This design comes from an exercise in tuning for small area, a short achievable clock period and few clock cycles per item on the open sky130 flow, not from production work.
Where RTL was checked, it was by simulation tests only, not by an equivalence proof against the original.

==> xenon: inputs <==
// kg9_decunit
module kg9_decunit (
    input  wire         clk,
    input  wire         rst,
    input  wire         start,
    input  wire [2:0]   op,
    input  wire [127:0] a,
    input  wire [127:0] b,
    input  wire [13:0]  imm,
    output wire         ready,
    output reg          done,
    output wire [127:0] res,
    output wire [127:0] rem,
    output wire         z,
    output wire         n,
    output reg          dv,
    output reg          exc_data,
    output reg          exc_div
);
    localparam OP_ADDP = 3'd0, OP_SUBP = 3'd1, OP_MULP = 3'd2,
               OP_DIVP = 3'd3, OP_CMPP = 3'd4, OP_SHRP = 3'd5;
    localparam S_IDLE = 3'd0, S_EXEC = 3'd1, S_MUL = 3'd2, S_DIV = 3'd3,
               S_SHL  = 3'd4, S_SHR  = 3'd5, S_SHF = 3'd6, S_NEG = 3'd7;
    reg [2:0]   state;
    reg [2:0]   op_r;
    reg [123:0] x1;
    reg [127:0] x2;
    reg [123:0] x3;
    reg [3:0]   asn, bsn;    
    reg [4:0]   scale;
    reg [5:0]   sh;
    reg [3:0]   rnd;
    reg [4:0]   cnt;         
    reg [3:0]   drop;        
    reg [3:0]   md;          
    reg [3:0]   qacc;        
    reg [4:0]   la;          
  ...
export LEC_CHECK = 0
export ABC_AREA = 1
export CAP_MARGIN = 40
export CORE_MARGIN = 2
export CORE_UTILIZATION = 30
export PLACE_DENSITY = 0.8
export SLEW_MARGIN = 40
create_clock -name core_clock -period 50.0 [get_ports {clk}]
run.sh (not shown) runs the stock make flow with config.mk's settings and CLKGATE_MAP_FILE= SYNTH_SCRIPT=/design/flow/synth_recipe.tcl, a recipe that flattens the netlist after the stock synthesis.
==> fjord: changes against xenon <==
--- a/flow/design.v
+++ b/flow/design.v
@@ -159,25 +159,27 @@
     reg [4:0]   nreal;       
     reg         cur_real;    
     reg         lost;        
     reg         ovf;         
     reg         sflag;       
     reg         remneg;      
-    reg [3:0]   resq;        
     reg         mfirst;      
     reg         iscmp;       
     reg         zzn;         
     reg         zsg;         
     reg         remz;        
     reg         qnz;         
+    reg [4:0]   lbs;         
+    reg [7:0]   bw;          
+    reg [47:0]  bhk;         
+    reg         tryp;        
+    reg         dneg;        
     wire sa = (asn == 4'hD);
     wire sb = (bsn == 4'hD);
     assign ready = (state == S_IDLE);
-    assign res   = {resq[3] ? x1[123:93] : x2[123:93], resq[2] ? x1[92:62] : x2[92:62],
-                    resq[1] ? x1[61:31]  : x2[61:31],  resq[0] ? x1[30:0]  : x2[30:0],
-                    (sflag & !zsg) ? 4'hD : 4'hC};
+    assign res   = {x1, (sflag & !zsg) ? 4'hD : 4'hC};
     assign rem   = {x2[123:0], (remneg & !remz) ? 4'hD : 4'hC};
     assign z     = zzn;
     assign n     = sflag & !zzn;
     function automatic digits_ok(input [123:0] v);
         integer k;
         begin
@@ -192,58 +194,129 @@
     wire x3_nz = |x3;
     wire [127:0] m1 = {4'd0, x3};
     wire [127:0] m2, m4, m5;
     kg9_bcd_x2 #(.N(32)) u_m2 (.x(m1), .y(m2));
     kg9_bcd_x2 #(.N(32)) u_m4 (.x(m2), .y(m4));
     kg9_bcd_x5 #(.N(32)) u_m5 (.x(m1), .y(m5));
-    wire ge1 = (x2 >= m1);
-    wire ge2 = (x2 >= m2);
-    wire ge4 = (x2 >= m4);
-    wire ge5 = (x2 >= m5);
     wire [3:0] mul_sel = {md == 4'd5 || md == 4'd6 || md == 4'd7 || md == 4'd9,
                           md == 4'd4 || md == 4'd8,
                           md == 4'd2 || md == 4'd3,
                           md == 4'd1};
     wire [3:0] md_next = (md == 4'd8 || md == 4'd9) ? 4'd4 :
                          (md == 4'd7) ? 4'd2 :
                          (md == 4'd3 || md == 4'd6) ? 4'd1 : 4'd0;
-    wire [3:0] div_sel = ge5 ? 4'b1000 : ge4 ? 4'b0100 : ge2 ? 4'b0010 :
-                         ge1 ? 4'b0001 : 4'b0000;
-    wire [3:0] div_m   = ge5 ? 4'd5 : ge4 ? 4'd4 : ge2 ? 4'd2 : ge1 ? 4'd1 : 4'd0;
-    wire       div_fin = !ge2 || (ge4 && !ge5);
-    wire [3:0] div_q   = qacc + div_m;
+    wire [30:0] nz3;      
+    wire [30:0] top3;     
+    genvar gi;
+    generate
+        for (gi = 0; gi < 31; gi = gi + 1) begin : g_nz3
+            assign nz3[gi] = |x3[4*gi +: 4];
+            if (gi == 30) begin : g_t
+                assign top3[gi] = nz3[gi];
+            end else begin : g_o
+                assign top3[gi] = nz3[gi] & ~|nz3[30:gi+1];
+            end
+        end
+    endgenerate
+    reg [4:0] lb_n;
+    reg [3:0] bd1, bd0;
+    integer kb;
+    always @(*) begin
+        lb_n = 5'd0;
+        bd1  = 4'd0;
+        bd0  = 4'd0;
+        for (kb = 0; kb < 31; kb = kb + 1) begin
+            lb_n = lb_n | ({5{top3[kb]}} & (kb + 1));
+            bd1  = bd1  | ({4{top3[kb]}} & x3[4*kb +: 4]);
+            if (kb > 0) bd0 = bd0 | ({4{top3[kb]}} & x3[4*kb-4 +: 4]);
+        end
+    end
+    wire [131:0] x2z = {x2, 4'd0};
+    wire [131:0] x2w = x2z >> {lbs, 2'b00};
+    wire [11:0] rw = x2w[11:0];
+    wire [7:0]  bwn = {bd1, bd0};
+    wire [11:0] bwi;                     
+    assign bwi[3:0]  = (bd0 == 4'd9) ? 4'd0 : bd0 + 4'd1;
+    assign bwi[7:4]  = (bd0 != 4'd9) ? bd1 : (bd1 == 4'd9) ? 4'd0 : bd1 + 4'd1;
+    assign bwi[11:8] = {3'd0, bwn == 8'h99};
+    wire [11:0] bhi = (lb_n <= 5'd2) ? {4'd0, bwn} : bwi;
+    wire [11:0] bhi2, bhi4, bhi5;
+    kg9_bcd_x2 #(.N(3)) u_h2 (.x(bhi),  .y(bhi2));
+    kg9_bcd_x2 #(.N(3)) u_h4 (.x(bhi2), .y(bhi4));
+    kg9_bcd_x5 #(.N(3)) u_h5 (.x(bhi),  .y(bhi5));
+    wire [11:0] bw1 = {4'd0, bw};
+    wire [11:0] bw2, bw3, bw5, bw6;
+    kg9_bcd_x2 #(.N(3)) u_l2 (.x(bw1),  .y(bw2));
+    kg9_bcd_x5 #(.N(3)) u_l5 (.x(bw1),  .y(bw5));
+    kg9_bcd_x2 #(.N(3)) u_l6 (.x(bw3),  .y(bw6));
+    wire [4:0] s30 = bw2[3:0] + bw1[3:0];
+    wire       c30 = (s30 > 5'd9);
+    wire [4:0] s31 = bw2[7:4] + bw1[7:4] + {4'd0, c30};
+    wire       c31 = (s31 > 5'd9);
+    assign bw3[3:0]  = c30 ? s30[3:0] + 4'd6 : s30[3:0];
+    assign bw3[7:4]  = c31 ? s31[3:0] + 4'd6 : s31[3:0];
+    assign bw3[11:8] = bw2[11:8] + {3'd0, c31};
+    wire ge1 = (rw >= bhk[11:0]);
+    wire ge2 = (rw >= bhk[23:12]);
+    wire ge4 = (rw >= bhk[35:24]);
+    wire ge5 = (rw >= bhk[47:36]);
+    wire lt1 = (rw < bw1);
+    wire lt2 = (rw < bw2);
+    wire lt3 = (rw < bw3);
+    wire lt5 = (rw < bw5);
+    wire lt6 = (rw < bw6);
+    wire [3:0] est_m   = ge5 ? 4'd5 : ge4 ? 4'd4 : ge2 ? 4'd2 : ge1 ? 4'd1 : 4'd0;
+    wire       est_fin = ge5 ? lt6 : ge4 ? lt5 : ge2 ? lt3 : ge1 ? lt2 : lt1;
+    wire       div_try = !tryp && !ge1 && !lt1;       
+    wire [3:0] div_sel = tryp    ? {3'd0, dneg} :
+                         div_try ? 4'b0001 :
+                         {est_m == 4'd5, est_m == 4'd4, est_m == 4'd2, est_m == 4'd1};
+    wire       div_fin = tryp || (!div_try && est_fin);
+    wire [3:0] div_q   = qacc + (tryp ? {3'd0, !dneg} : est_m);
     wire is_mul  = (op_r == OP_MULP);
     wire is_div  = (op_r == OP_DIVP);
     wire is_shrp = (op_r == OP_SHRP);
     wire is_neg  = (state == S_NEG);
     wire eff_sub = sa ^ sb ^ (op_r == OP_SUBP || op_r == OP_CMPP);
     wire zero_x  = is_neg || (state == S_SHF) || (state == S_MUL && mfirst) ||
                    (state == S_EXEC && (is_mul || is_div || is_shrp));
+    wire is_exec = (state == S_EXEC);
     wire [3:0] sel = is_mul ? mul_sel :
                      is_div ? (state == S_DIV ? div_sel : 4'b0000) : {3'd0, !is_neg};
     wire [127:0] opy = ({128{sel[0]}} & m1) | ({128{sel[1]}} & m2) |
                        ({128{sel[2]}} & m4) | ({128{sel[3]}} & m5) |
                        ({128{is_neg}} & x2);
     wire [127:0] opx = zero_x ? 128'd0 : x2;
-    wire asub   = is_div | is_neg | (!is_mul && !is_shrp && eff_sub);
+    wire asub   = is_exec ? (!is_mul && !is_div && !is_shrp && eff_sub) :
+                  (is_neg || (state == S_DIV && !tryp));
     wire rnd_up = is_shrp && sh[5] && (({1'b0, drop} + {1'b0, rnd}) >= 5'd10);
     wire [127:0] sum;
-    wire         zlo, zall;
+    wire         aco, zlo, zall;
     kg9_bcd_addsub u_add (.x(opx), .y(opy), .sub(asub), .cin(asub | rnd_up),
-                          .s(sum), .co(), .zlo(zlo), .zall(zall));
+                          .s(sum), .co(aco), .zlo(zlo), .zall(zall));
+    wire [30:0] nz1, top1;
+    generate
+        for (gi = 0; gi < 31; gi = gi + 1) begin : g_nz1
+            assign nz1[gi] = |x1[4*gi +: 4];
+            if (gi == 30) begin : g_t
+                assign top1[gi] = nz1[gi];
+            end else begin : g_o
+                assign top1[gi] = nz1[gi] & ~|nz1[30:gi+1];
+            end
+        end
+    endgenerate
     reg [4:0] lead_n;     
     reg [3:0] lead_d;     
     integer k;
     always @(*) begin
         lead_n = 5'd0;
         lead_d = 4'd0;
-        for (k = 0; k < 31; k = k + 1)
-            if (x1[4*k +: 4] != 4'd0) begin
-                lead_n = k + 1;
-                lead_d = x1[4*k +: 4];
-            end
+        for (k = 0; k < 31; k = k + 1) begin
+            lead_n = lead_n | ({5{top1[k]}} & (k + 1));
+            lead_d = lead_d | ({4{top1[k]}} & x1[4*k +: 4]);
+        end
     end
     wire [30:0] pos = 31'd1 << (la - 5'd1);
     reg  [3:0]   d_next;
     reg  [123:0] clr;
     integer j;
     always @(*) begin
@@ -255,13 +328,13 @@
     end
     wire [123:0] x1c    = x1 & ~clr;
     wire [123:0] x1_qn  = {x1c[119:0], div_q};
     wire [3:0]   d_in   = (state == S_EXEC) ? lead_d : (nreal != 5'd0) ? d_next : 4'd0;
     wire         div_ov = ovf | (x1c[123:120] != 4'd0);
     wire exec_ok = (state == S_EXEC) && !bad;
-    wire mul_swap = ge1;                        
+    wire mul_swap = (lb_n < lead_n);            
     wire mul_go  = (state == S_MUL) || (exec_ok && is_mul && !mul_swap);
     wire shl_go  = (state == S_SHL) || (exec_ok && is_shrp && sh != 6'd0 && !sh[5]);
     wire shr_go  = (state == S_SHR) || (exec_ok && is_shrp && sh[5]);
     wire shf_go  = (state == S_SHF) || (exec_ok && is_shrp && sh == 6'd0);
     wire mul_ov  = ovf | (sum[127:124] != 4'd0) | (lost & (md != 4'd0));
     wire x2_shift = (state == S_EXEC && is_div) ||
@@ -285,38 +358,35 @@
                 md    <= a[7:4];
                 qacc  <= 4'd0;
                 qnz   <= 1'b0;
                 lost  <= 1'b0;
                 ovf   <= 1'b0;
                 drop  <= 4'd0;
-                resq[0] <= (op == OP_DIVP);
-                resq[1] <= (op[1:0] == 2'b11);
                 iscmp <= (op == OP_CMPP);
                 if (start) begin
                     dv    <= 1'b0;
                     state <= S_EXEC;
                 end
             end
             if (state == S_EXEC) begin
                 exc_data <= 1'b0;
                 exc_div  <= 1'b0;
                 remneg   <= sa;
-                resq[2]  <= is_div;
-                resq[3]  <= (op_r[1:0] == 2'b11);
                 if (bad) begin
                     exc_data <= 1'b1;
                     done     <= 1'b1;
                     state    <= S_IDLE;
                 end else begin
                     case (op_r)
                         OP_ADDP, OP_SUBP, OP_CMPP: begin
+                            x1  <= sum[123:0];
                             zzn <= iscmp ? zall : zlo;
                             zsg <= zall;
                             if (eff_sub) begin
-                                sflag <= ge1 ? sa : !sa;
-                                if (!ge1 && !iscmp) begin
+                                sflag <= aco ? sa : !sa;
+                                if (!aco && !iscmp) begin
                                     state <= S_NEG;    
                                 end else begin
                                     done  <= 1'b1;
                                     state <= S_IDLE;
                                 end
                             end else begin
@@ -347,23 +417,28 @@
                                 zsg   <= 1'b1;
                                 remz  <= 1'b1;
                                 done  <= 1'b1;
                                 state <= S_IDLE;
                             end else begin
                                 la       <= lead_n;
+                                lbs      <= lb_n - 5'd1;
+                                bw       <= {bd1, bd0};
+                                bhk      <= {bhi5, bhi4, bhi2, bhi};
+                                tryp     <= 1'b0;
                                 nreal    <= lead_n - 5'd1;
                                 cur_real <= 1'b1;
                                 nstep    <= {1'b0, lead_n} + {1'b0, scale} - 6'd1;
                                 state    <= S_DIV;
                             end
                         end
                         default: sflag <= sb;    
                     endcase
                 end
             end
             if (state == S_NEG) begin
+                x1    <= sum[123:0];
                 zzn   <= zlo;
                 zsg   <= zall;
                 done  <= 1'b1;
                 state <= S_IDLE;
             end
             if (mul_go) begin
@@ -372,23 +447,26 @@
                 if (md_next == 4'd0) begin
                     x1   <= {4'd0, x1[123:4]};
                     x3   <= {x3[119:0], 4'd0};
                     lost <= lost | (x3[123:120] != 4'd0);
                     md   <= x1[7:4];
                     if (x1[123:4] == 120'd0) begin
+                        x1    <= sum[123:0];
                         dv    <= mul_ov;
                         zzn   <= zlo;
                         zsg   <= zlo & !mul_ov;
                         done  <= 1'b1;
                         state <= S_IDLE;
                     end
                 end else begin
                     md <= md_next;
                 end
             end
             if (state == S_DIV) begin
+                tryp <= div_try;
+                dneg <= !aco;
                 if (div_fin) begin
                     x1    <= x1_qn;
                     ovf   <= div_ov;
                     qacc  <= 4'd0;
                     qnz   <= qnz | (div_q != 4'd0);
                     nstep <= nstep - 6'd1;
@@ -420,12 +498,13 @@
                 x3    <= {4'd0, x3[123:4]};
                 drop  <= x3[3:0];
                 cnt   <= cnt - 5'd1;
                 state <= (cnt == 5'd1) ? S_SHF : S_SHR;
             end
             if (shf_go) begin
+                x1    <= sum[123:0];
                 dv    <= lost;
                 zzn   <= zlo;
                 zsg   <= zlo & !lost;
                 done  <= 1'b1;
                 state <= S_IDLE;
             end
Settings changed: ABC_AREA 1 to 0, PLACE_DENSITY 0.8 to default.
==> summary.txt <==
|  | fjord | xenon |
|---|---|---|
| Met1 GRT Util | 49.0% | 36.8% |
| Met2 Wirelength | 199000 um | 118000 um |
| Required arrival time at the worst endpoint | 50580 ps | 50640 ps |
| Launching instance or port of the critical path | lbs[1] | x3[1] |
| Die span in y | 476 um | 466 um |
| Met2 track demand over resource in global routing | 59.0% | 36.9% |
| Run status | complete, no violations | complete, no violations |
| Worst hold stages | 2 | 1 |
| Largest net degree at the start of global routing | 210 | 133 |
| Synthesized-area fraction occupied by adder cells | 9.64% | 17.7% |
| DR vias/cell | 6.75 | 5.69 |
| M1 wire length | 180000 um | 123000 um |
| Post-DP HPWL | 393000 um | 244000 um |
| Critical Path Most Common Cell | sky130_fd_sc_hd__a21oi_1 | sky130_fd_sc_hd__nand2_1 |
| Clock buffer cells | 105 | 77 |
| Fraction of area in multi-input gates | 64.5% | 64.2% |
| Multiplexer area fraction after synthesis | 6.34% | 0.0800% |
| Library cell with the highest instance count after synthesis | sky130_fd_sc_hd__a21oi_1 | sky130_fd_sc_hd__nand2_1 |
| DRT iter0 DRCs | 14700 | 10900 |
| Routed via count | 86100 | 75300 |
Testbench counts of xenon, summed over its fixed seeds: cycles 13,959, ops 2,400.
Only the layout flow was run in fjord; the RTL was not checked for function there.

==> what the ideal ports hide <==
No port has a modelled driver above. Below, the same layouts with a new extraction and two added sets of constraints.
Step 1, drivers: a clkbuf_16 drives clk and a buf_2 each remaining input, both assumed.
Step 2 also shifts input and output timing later by t, the mid clock arrival at the registers, as if the neighbouring blocks saw the same clock.
a / b / c = ideal ports / drivers / drivers and shift; a / b = the first two.
run	t (ns)	setup WS [ns]	worst setup path at the end
xenon	0.783	36.029 / 36.029 / 36.029	register to register
fjord	0.851	35.663 / 35.663 / 35.663	register to register
After both steps every run listed still meets setup and hold.
